What follows belongs to an exercise in optimizing a design on an open flow for small area, a short achievable clock period and few clock cycles; a production flow would make more cautious choices. Function was checked by simulation only, so behaviour that the tests miss may differ from the original.

File: design/flow/config.mk
export PLATFORM = sky130hd
export DESIGN_NAME = bld_head
export DESIGN_NICKNAME = bld_head
export VERILOG_FILES = /design/flow/design.v
export SDC_FILE = /design/flow/constraint.sdc
export NUM_CORES = 4
export LEC_CHECK = 0
export CAP_MARGIN = 20
export CORE_MARGIN = 2
export CORE_UTILIZATION = 30
export PLACE_DENSITY = 0.4
export SLEW_MARGIN = 20
File: design/flow/constraint.sdc
create_clock -name core_clock -period 50.0 [get_ports {clk}]
set_input_delay 10.0000 -clock core_clock [delete_from_list [all_inputs] [get_ports {clk}]]
set_output_delay 10.0000 -clock core_clock [all_outputs]
set_load 0.01 [all_outputs]
File: design/flow/design.v
module bld_mul16 (
    input  wire [15:0] a,
    input  wire [15:0] b,
    output wire [15:0] y
);
    wire [31:0] p = a * b;
    wire [32:0] q = {1'b0, p} + 33'd32768;
    wire [33:0] s = {1'b0, q} + {17'd0, q[32:16]};
    assign y = s[31:16];
endmodule
module bld_slot_op (
    input  wire [15:0] d,
    input  wire [15:0] v,
    input  wire [15:0] k,
    input  wire        att,
    input  wire [1:0]  fn,
    output reg  [15:0] d_next
);
    wire [15:0] prod;
    bld_mul16 u_dk (.a(d), .b(k), .y(prod));
    wire [16:0] over_sum = {1'b0, v} + {1'b0, prod};
    wire [16:0] add_sum  = {1'b0, d} + {1'b0, v};
    wire [15:0] over_v   = over_sum[16] ? 16'hFFFF : over_sum[15:0];
    wire [15:0] add_v    = add_sum[16] ? 16'hFFFF : add_sum[15:0];
    wire        v_gt_d   = v > d;
    always @(*) begin
        if (att)
            d_next = fn[0] ? (v_gt_d ? d : v) : prod;
        else if (fn == 2'd0)
            d_next = over_v;
        else if (fn == 2'd1)
            d_next = add_v;
        else
            d_next = v_gt_d ? v : d;
    end
endmodule
module bld_zones (
    input  wire        clk,
    input  wire        rst,
    input  wire        we,
    input  wire [3:0]  zone,
    input  wire [1:0]  word,
    input  wire [31:0] wdata,
    input  wire [12:0] x,
    input  wire [12:0] y,
    output reg  [15:0] ceiling,
    output reg  [15:0] floor
);
    reg [12:0] x0 [0:15];
    reg [12:0] x1 [0:15];
    reg [12:0] y0 [0:15];
    reg [12:0] y1 [0:15];
    reg [15:0] zc [0:15];
    reg [15:0] zf [0:15];
    reg        en [0:15];
    integer i;
    always @(posedge clk) begin
        for (i = 0; i < 16; i = i + 1) begin
            if (rst || (we && zone == i && word == 2'd0)) begin
                x0[i] <= wdata[12:0];
                x1[i] <= wdata[28:16];
            end
            if (rst || (we && zone == i && word == 2'd1)) begin
                y0[i] <= wdata[12:0];
                y1[i] <= wdata[28:16];
            end
            if (rst || (we && zone == i && word == 2'd2)) begin
                zc[i] <= wdata[15:0];
                zf[i] <= wdata[31:16];
            end
            if (rst || (we && zone == i && word == 2'd3))
                en[i] <= wdata[0];
        end
    end
    integer k;
    always @(*) begin
        ceiling = 16'hFFFF;
        floor   = 16'h0000;
        for (k = 0; k < 16; k = k + 1) begin
            if (en[k] && x >= x0[k] && x <= x1[k] && y >= y0[k] && y <= y1[k]) begin
                if (zc[k] < ceiling) ceiling = zc[k];
                if (zf[k] > floor)   floor   = zf[k];
            end
        end
    end
endmodule
module bld_head (
    input  wire         clk,
    input  wire         rst,
    input  wire         cfg_we,
    input  wire [6:0]   cfg_addr,
    input  wire [31:0]  cfg_data,
    input  wire         in_valid,
    output wire         in_ready,
    input  wire         in_last,
    input  wire [12:0]  in_x,
    input  wire [12:0]  in_y,
    input  wire [7:0]   in_present,
    input  wire [127:0] in_l,
    input  wire [127:0] in_a,
    output reg          out_valid,
    output reg  [15:0]  out_v,
    output reg          out_lowered,
    output reg          out_raised,
    output reg          sum_valid,
    output wire [31:0]  sum_drive,
    output wire [20:0]  sum_clamped,
    output wire [20:0]  sum_lifted
);
    wire [31:0] wdata = cfg_data & {32{~rst}};
    wire        wr    = cfg_we | rst;
    reg [15:0] slot_alpha [0:7];
    reg [7:0]  slot_en;       
    reg [7:0]  slot_att;      
    reg [1:0]  slot_fn [0:7];
    reg [7:0]  slot_pre;
    reg        mode_light;
    reg [15:0] headroom;
    wire [7:0] wop   = wdata[23:16];
    wire       known = (wop == 8'h00) || (wop == 8'h01) || (wop == 8'h02) ||
                       (wop == 8'h10) || (wop == 8'h11);
    integer i;
    always @(posedge clk) begin
        for (i = 0; i < 8; i = i + 1) begin
            if (wr && (rst || (cfg_addr[6:3] == 4'd0 && cfg_addr[2:0] == i))) begin
                slot_alpha[i] <= wdata[15:0];
                slot_en[i]    <= wdata[25] & known;
                slot_att[i]   <= wop[4];
                slot_fn[i]    <= wop[1:0];
                slot_pre[i]   <= wdata[24];
            end
        end
        if (wr && (rst || cfg_addr == 7'h08))
            mode_light <= wdata[0];
        if (rst)
            headroom <= 16'hFFFF;
        else if (cfg_we && cfg_addr == 7'h09)
            headroom <= cfg_data[15:0];
    end
    reg         b_full;
    reg         b_first;
    reg  [15:0] b_todo;      
    reg  [127:0] b_l;
    reg  [127:0] b_a;
    reg  [12:0] b_x, b_y;
    reg         b_last;
    reg         r_ready;
    assign in_ready = r_ready;
    wire accept = in_valid & r_ready;
    wire [7:0]  applied = in_present & slot_en;
    wire [15:0] in_todo = mode_light ? {applied & slot_att, applied & ~slot_att}
                                     : {8'd0, applied};
    wire [15:0] sel16   = b_todo & (~b_todo + 16'd1);
    wire [7:0]  sel     = sel16[7:0] | sel16[15:8];
    wire [15:0] rest    = b_todo & ~sel16;
    wire        is_last = (rest == 16'd0);
    wire        is_nop  = (b_todo == 16'd0);
    wire        issue   = b_full;
    wire        rest_le1 = ((rest & (rest - 16'd1)) == 16'd0);
    reg [15:0] sel_l, sel_a, sel_alpha;
    reg [1:0]  sel_fn;
    reg        sel_att, sel_pre;
    integer j;
    always @(*) begin
        sel_l = 16'd0; sel_a = 16'd0; sel_alpha = 16'd0;
        sel_fn = 2'd0; sel_att = 1'b0; sel_pre = 1'b0;
        for (j = 0; j < 8; j = j + 1) begin
            if (sel[j]) begin
                sel_l     = sel_l     | b_l[16*j +: 16];
                sel_a     = sel_a     | b_a[16*j +: 16];
                sel_alpha = sel_alpha | slot_alpha[j];
                sel_fn    = sel_fn    | slot_fn[j];
                sel_att   = sel_att   | slot_att[j];
                sel_pre   = sel_pre   | slot_pre[j];
            end
        end
    end
    always @(posedge clk) begin
        if (rst) begin
            b_full  <= 1'b0;
            r_ready <= 1'b1;
        end else if (accept) begin
            b_full  <= 1'b1;
            r_ready <= 1'b0;
        end else if (issue) begin
            b_full  <= !is_last;
            r_ready <= is_last || rest_le1;
        end
        if (accept) begin
            b_first <= 1'b1;
            b_todo  <= in_todo;
            b_l     <= in_l;
            b_a     <= in_a;
            b_x     <= in_x;
            b_y     <= in_y;
            b_last  <= in_last;
        end else if (issue) begin
            b_first <= 1'b0;
            b_todo  <= rest;
        end
    end
    reg         s1_v, s1_first, s1_lop, s1_nop, s1_att, s1_pre, s1_plast;
    reg  [1:0]  s1_fn;
    reg  [15:0] s1_l, s1_a, s1_alpha;
    reg  [12:0] s1_x, s1_y;
    always @(posedge clk) begin
        s1_v <= !rst && issue;
        if (issue) begin
            s1_first <= b_first;
            s1_lop   <= is_last;
            s1_nop   <= is_nop;
            s1_att   <= sel_att;
            s1_pre   <= sel_pre;
            s1_fn    <= sel_fn;
            s1_l     <= sel_l;
            s1_a     <= sel_a;
            s1_alpha <= sel_alpha;
            s1_x     <= b_x;
            s1_y     <= b_y;
            s1_plast <= b_last;
        end
    end
    wire [15:0] c1;
    bld_mul16 u_c1 (.a(s1_att ? s1_l : s1_a), .b(s1_att ? s1_a : s1_alpha), .y(c1));
    reg         s2_v, s2_first, s2_lop, s2_nop, s2_att, s2_pre, s2_plast;
    reg  [1:0]  s2_fn;
    reg  [15:0] s2_l, s2_c1, s2_alpha;
    reg  [12:0] s2_x, s2_y;
    always @(posedge clk) begin
        s2_v <= !rst && s1_v;
        if (s1_v) begin
            s2_first <= s1_first;
            s2_lop   <= s1_lop;
            s2_nop   <= s1_nop;
            s2_att   <= s1_att;
            s2_pre   <= s1_pre;
            s2_fn    <= s1_fn;
            s2_l     <= s1_l;
            s2_c1    <= c1;
            s2_alpha <= s1_alpha;
            s2_x     <= s1_x;
            s2_y     <= s1_y;
            s2_plast <= s1_plast;
        end
    end
    wire [15:0] m2 = s2_pre ? s2_l : s2_c1;
    wire [15:0] c2;
    bld_mul16 u_c2 (.a(s2_att ? ~m2 : s2_l),
                    .b((s2_att || s2_pre) ? s2_alpha : s2_c1), .y(c2));
    reg         s3_v, s3_first, s3_lop, s3_nop, s3_att, s3_plast;
    reg  [1:0]  s3_fn;
    reg  [15:0] s3_v16, s3_k;
    reg  [12:0] s3_x, s3_y;
    reg  [15:0] d;
    always @(posedge clk) begin
        s3_v <= !rst && s2_v;
        if (s2_v) begin
            s3_first <= s2_first;
            s3_lop   <= s2_lop;
            s3_nop   <= s2_nop;
            s3_att   <= s2_att;
            s3_fn    <= s2_fn;
            s3_v16   <= s2_att ? ~c2 : c2;
            s3_k     <= s2_att ? ~c2 : ~s2_c1;
            s3_x     <= s2_x;
            s3_y     <= s2_y;
            s3_plast <= s2_plast;
        end
    end
    wire [15:0] d_in = s3_first ? 16'd0 : d;
    wire [15:0] d_op;
    bld_slot_op u_op (.d(d_in), .v(s3_v16), .k(s3_k), .att(s3_att), .fn(s3_fn),
                      .d_next(d_op));
    reg         s4_v, s4_plast;
    reg  [12:0] s4_x, s4_y;
    always @(posedge clk) begin
        if (s3_v)
            d <= s3_nop ? d_in : d_op;
        s4_v <= !rst && s3_v && s3_lop;
        if (s3_v && s3_lop) begin
            s4_x     <= s3_x;
            s4_y     <= s3_y;
            s4_plast <= s3_plast;
        end
    end
    wire [15:0] v_in;
    bld_mul16 u_hr (.a(d), .b(headroom), .y(v_in));
    wire [15:0] zone_ceiling;
    wire [15:0] zone_floor;
    bld_zones u_zones (
        .clk    (clk),
        .rst    (rst),
        .we     (cfg_we && cfg_addr[6]),
        .zone   (cfg_addr[5:2]),
        .word   (cfg_addr[1:0]),
        .wdata  (wdata),
        .x      (s4_x),
        .y      (s4_y),
        .ceiling(zone_ceiling),
        .floor  (zone_floor)
    );
    reg         s5_v, s5_plast;
    reg  [15:0] s5_vin, s5_ceil, s5_floor;
    always @(posedge clk) begin
        s5_v <= !rst && s4_v;
        if (s4_v) begin
            s5_vin   <= v_in;
            s5_ceil  <= zone_ceiling;
            s5_floor <= zone_floor;
            s5_plast <= s4_plast;
        end
    end
    wire [15:0] v_lo    = (s5_vin < s5_floor) ? s5_floor : s5_vin;
    wire [15:0] v_out   = (v_lo > s5_ceil) ? s5_ceil : v_lo;
    wire        lowered = v_out < s5_vin;
    wire        raised  = v_out > s5_vin;
    reg  [35:0] acc_drive;
    reg  [20:0] acc_clamped;
    reg  [20:0] acc_lifted;
    reg         sweep_new;    
    assign sum_drive   = {4'd0, acc_drive[35:8]};
    assign sum_clamped = acc_clamped;
    assign sum_lifted  = acc_lifted;
    always @(posedge clk) begin
        if (rst) begin
            out_valid <= 1'b0;
            sum_valid <= 1'b0;
            sweep_new <= 1'b1;
        end else begin
            out_valid <= s5_v;
            sum_valid <= s5_v && s5_plast;
            if (s5_v)
                sweep_new <= s5_plast;
        end
        if (s5_v) begin
            out_v       <= v_out;
            out_lowered <= lowered;
            out_raised  <= raised;
            if (sweep_new) begin
                acc_drive   <= {20'd0, v_out};
                acc_clamped <= {20'd0, lowered};
                acc_lifted  <= {20'd0, raised};
            end else begin
                acc_drive   <= acc_drive + {20'd0, v_out};
                acc_clamped <= acc_clamped + {20'd0, lowered};
                acc_lifted  <= acc_lifted + {20'd0, raised};
            end
        end
    end
endmodule
File: design/flow/run.sh
#!/bin/bash
# synth_recipe.tcl (not shown) runs the flow's synth.tcl, then flattens the netlist and writes it again
# the make line also repeats each setting of config.mk as NAME=value (left out here)
make -C /OpenROAD-flow-scripts/flow DESIGN_CONFIG=/design/flow/config.mk WORK_HOME=/design/flow/orfs CLKGATE_MAP_FILE= SYNTH_SCRIPT=/design/flow/synth_recipe.tcl finish
==> impl_metrics.ini <==
[status]
status = finished clean

[clock_network]
ctsHoldBuffers = 0
post_cts_buffers = 0
clkTransAtPathRegs_ps = 60
cts_tree = yes
htree_levels = 5
cts_sinks = 2272
worst_skew_pair.late_latency_ps = 980
cts_buffers = 293
post_cts_resized = 0
cts_buffer_depth = 4
cts-root-buf = clkbuf_16

[grt]
antenna_found_initial = 77
grt_pass1_vias = 104000
grt_max_degree = 116
grt-ovfl-total = 0
gr-usage-all-layers_pct = 18.6
grt_pass1_wl_um = 719000

[logic_synthesis]
ys_seq_area_share_pct = 44.1
yosys-top-cells-area = edfxtp_1, ha_1, fa_1, inv_1, nand2_1
ys_async_sr_fraction_pct = 0
synthCells = 13700
ys_types = 99
ys.flop_type = edfxtp_1
synth.top_cell.area_share_pct = 43.7
syn_avg_cell_area_um2 = 11.2
synth_seq_cells = 2272
ys_warn_count = 12
syn-cell-area_um2 = 154000
synth_edf_count = 2245
synth_top_cell_by_area = edfxtp_1

[placed_design]
io_buffers = 424
pre_cts_slack_ps = 4220
gp_congestion = 0.827
dp.cells = 20800
dp_hpwl_um = 354000

[finish]
nNetsFinal = 17400
final_cell_mix = inv_1, edfxtp_1, ha_1
utilization_pct = 34.7
seqCellArea_um2 = 68000
stdcell_count = 21400
final_common_cell = inv_1
area_growth_pct = 15.3
multi_input_area_um2 = 76700
final_layout_size_suffix_gt1_share_pct = 7.22
fillers = 51000

[sta]
slew_headroom_pct = 11.4
rsz0062_at_grt = no
layout_setup_ws_ps = 4690
holdWs_ps = 389
setup_violations = 0
fmax_mhz = 22.1
worst_pin_slew_ps = 1320
hold_viol = 0
final-max-slew-violation-count = 0
clock_skew_ps = 107
final.min_clock_period_ps = 45310
post-route-period-util_pct = 90.6
tns_ps = 0

[worst_setup_path]
crit_top_cell = a21oi_1
cp_slowest_cell = nand2b_1
crit_arrival_ps = 45980
worstSetupStartpoint = s4_x[10]$_DFFE_PP_
ff2ff_setup_slack_ps = 4690
reg2regPathDepth = 235
critPathCaptureType = flop
reg2reg_from = s4_x[10]$_DFFE_PP_
crit_path_end = s5_floor[2]$_DFFE_PP_
r2r-end = s5_floor[2]$_DFFE_PP_
crit_fanout = 33
max_stage_delay_ps = 720
cp-start-kind = flop
critPathKind = reg2reg
crit_required_ps = 50670

[job]
drv_cap = 0

[drt]
drtAntennaViolNets = 0
vias_per_cell = 4.73
drt_iter0_drc = 6221
drcViolationCount = 0
via_count = 101000
firstDrtPassIters = 8
wl_per_cell_um = 22.9
totalWireLength_um = 489000

[min_path]
hold_path.class = reg2reg
min_delay_path_depth = 0
hp-start = s1_nop$_DFFE_PP_

[die]
dieArea_um2 = 519000
fp.dieH_um = 721
initial_core_util_pct = 30.1
die_w_um = 721
ios = 429
placeableCoreArea_um2 = 512000
fp-row-count = 263
-- layout make-up --
type | count | area share, %
Multi-Input combinational cell | 8830 | 43.1
Sequential cell | 2272 | 38.3
Inverter | 2259 | 4.78
Tap cell | 6757 | 4.76
Clock buffer | 352 | 4.30
Timing Repair Buffer | 720 | 3.68
Clock inverter | 177 | 1.03
Antenna cell | 26 | 0.0366
-- sequential cells by signal, summed over array words and instances (netlist names), 21 cells and up --
signal	count
u_zones.x1	208
slot_alpha	128
b_l	128
u_zones.x0	208
acc_lifted	21
u_zones.y0	208
acc_drive	36
b_a	128
u_zones.zc	256
u_zones.y1	208
acc_clamped	21
u_zones.zf	256
-- routing by layer --
metal / vias to the layer above / track usage [%] / wire (um)
li1: 48900 / - / -
met1: 50000 / 26.6 / 238000
met2: 1699 / 30.4 / 223000
met3: 498 / 2.30 / 18400
met4: 48 / 3.58 / 9170
met5: - / 0 / 325
-- through the flow --
step	instance area (um2)
2_1_floorplan	154000
3_3_place_gp	168000
3_5_place_dp	168000
4_1_cts	178000
5_1_grt	178000
6_report	178000
-- cells in the mapped netlist (148+ instances only) --
cell type / instances
a21o_1: 240
a21oi_1: 759
and2_1: 251
clkbuf_1: 302
edfxtp_1: 2245
fa_1: 783
ha_1: 1938
inv_1: 2258
mux2_2: 189
mux2i_1: 157
nand2_1: 1199
nand2b_1: 234
nand4_1: 220
nor2_1: 580
nor2b_1: 296
o21ai_0: 553
o21bai_1: 148
xnor2_1: 170
-- critical path, delay by kind of cell (launching register included) --
family | cells | cell delay, ps
buffers and inverters | 21 | 3750
adder cells (fa/ha/maj) | 16 | 4640
multiplexers | 6 | 2190
AO/OA/AOI/OAI | 113 | 20790
AND/OR/NAND/NOR | 79 | 13270
flip-flops | 1 | 320
-- how the worst min path moves through the flow --
stage | end | slack (ps)
2_1_floorplan | s1_plast$_DFFE_PP_ | 400
3_3_place_gp | s2_x[9]$_DFFE_PP_ | 400
3_5_place_dp | s1_x[12]$_DFFE_PP_ | 400
4_1_cts | s2_nop$_DFFE_PP_ | 390
5_1_grt | s2_y[8]$_DFFE_PP_ | 420
6_report | s2_nop$_DFFE_PP_ | 390
-- kinds of logic (layout without fill, tap and decap cells) --
family	Yosys count	count (layout)	share of synthesized area (%)
flip-flops	2272	2272	44.1
XOR/XNOR	292	292	1.66
adder cells (fa/ha/maj)	2731	2731	26.0
buffers and inverters	2644	3508	6.56
multiplexers	346	346	2.40
other	1	30	0.00243
AND/OR/NAND/NOR	3182	3182	9.99
AO/OA/AOI/OAI	2275	2275	9.33
Testbench counts, summed over its fixed seeds: cycles 43,529.

separate check: timing with driven ports:
The flow's constraints put no driver on any port. The routed layout listed below was extracted and timed again, unchanged, in two steps. Step 1 sets driving cells, clkbuf_16 on the clock port and buf_2 on the other inputs (assumed; they add their load-dependent delay and slew). Step 2 also shifts input and output timing later by t, the mid clock arrival at the registers, as if the neighbouring blocks saw the same clock. Three values: ideal ports, drivers, drivers and shift; two values: the first two.
shift t [ns]: 1.047
setup slack, ns: 4.692 / 4.692 / 4.692
hold slack, ns: 0.389 / 0.389 / 0.389
After both steps setup and hold are still met in this run. For this run, drivers alone change the setup slack by 0.000 ns; drivers and shift together by 0.000 ns.
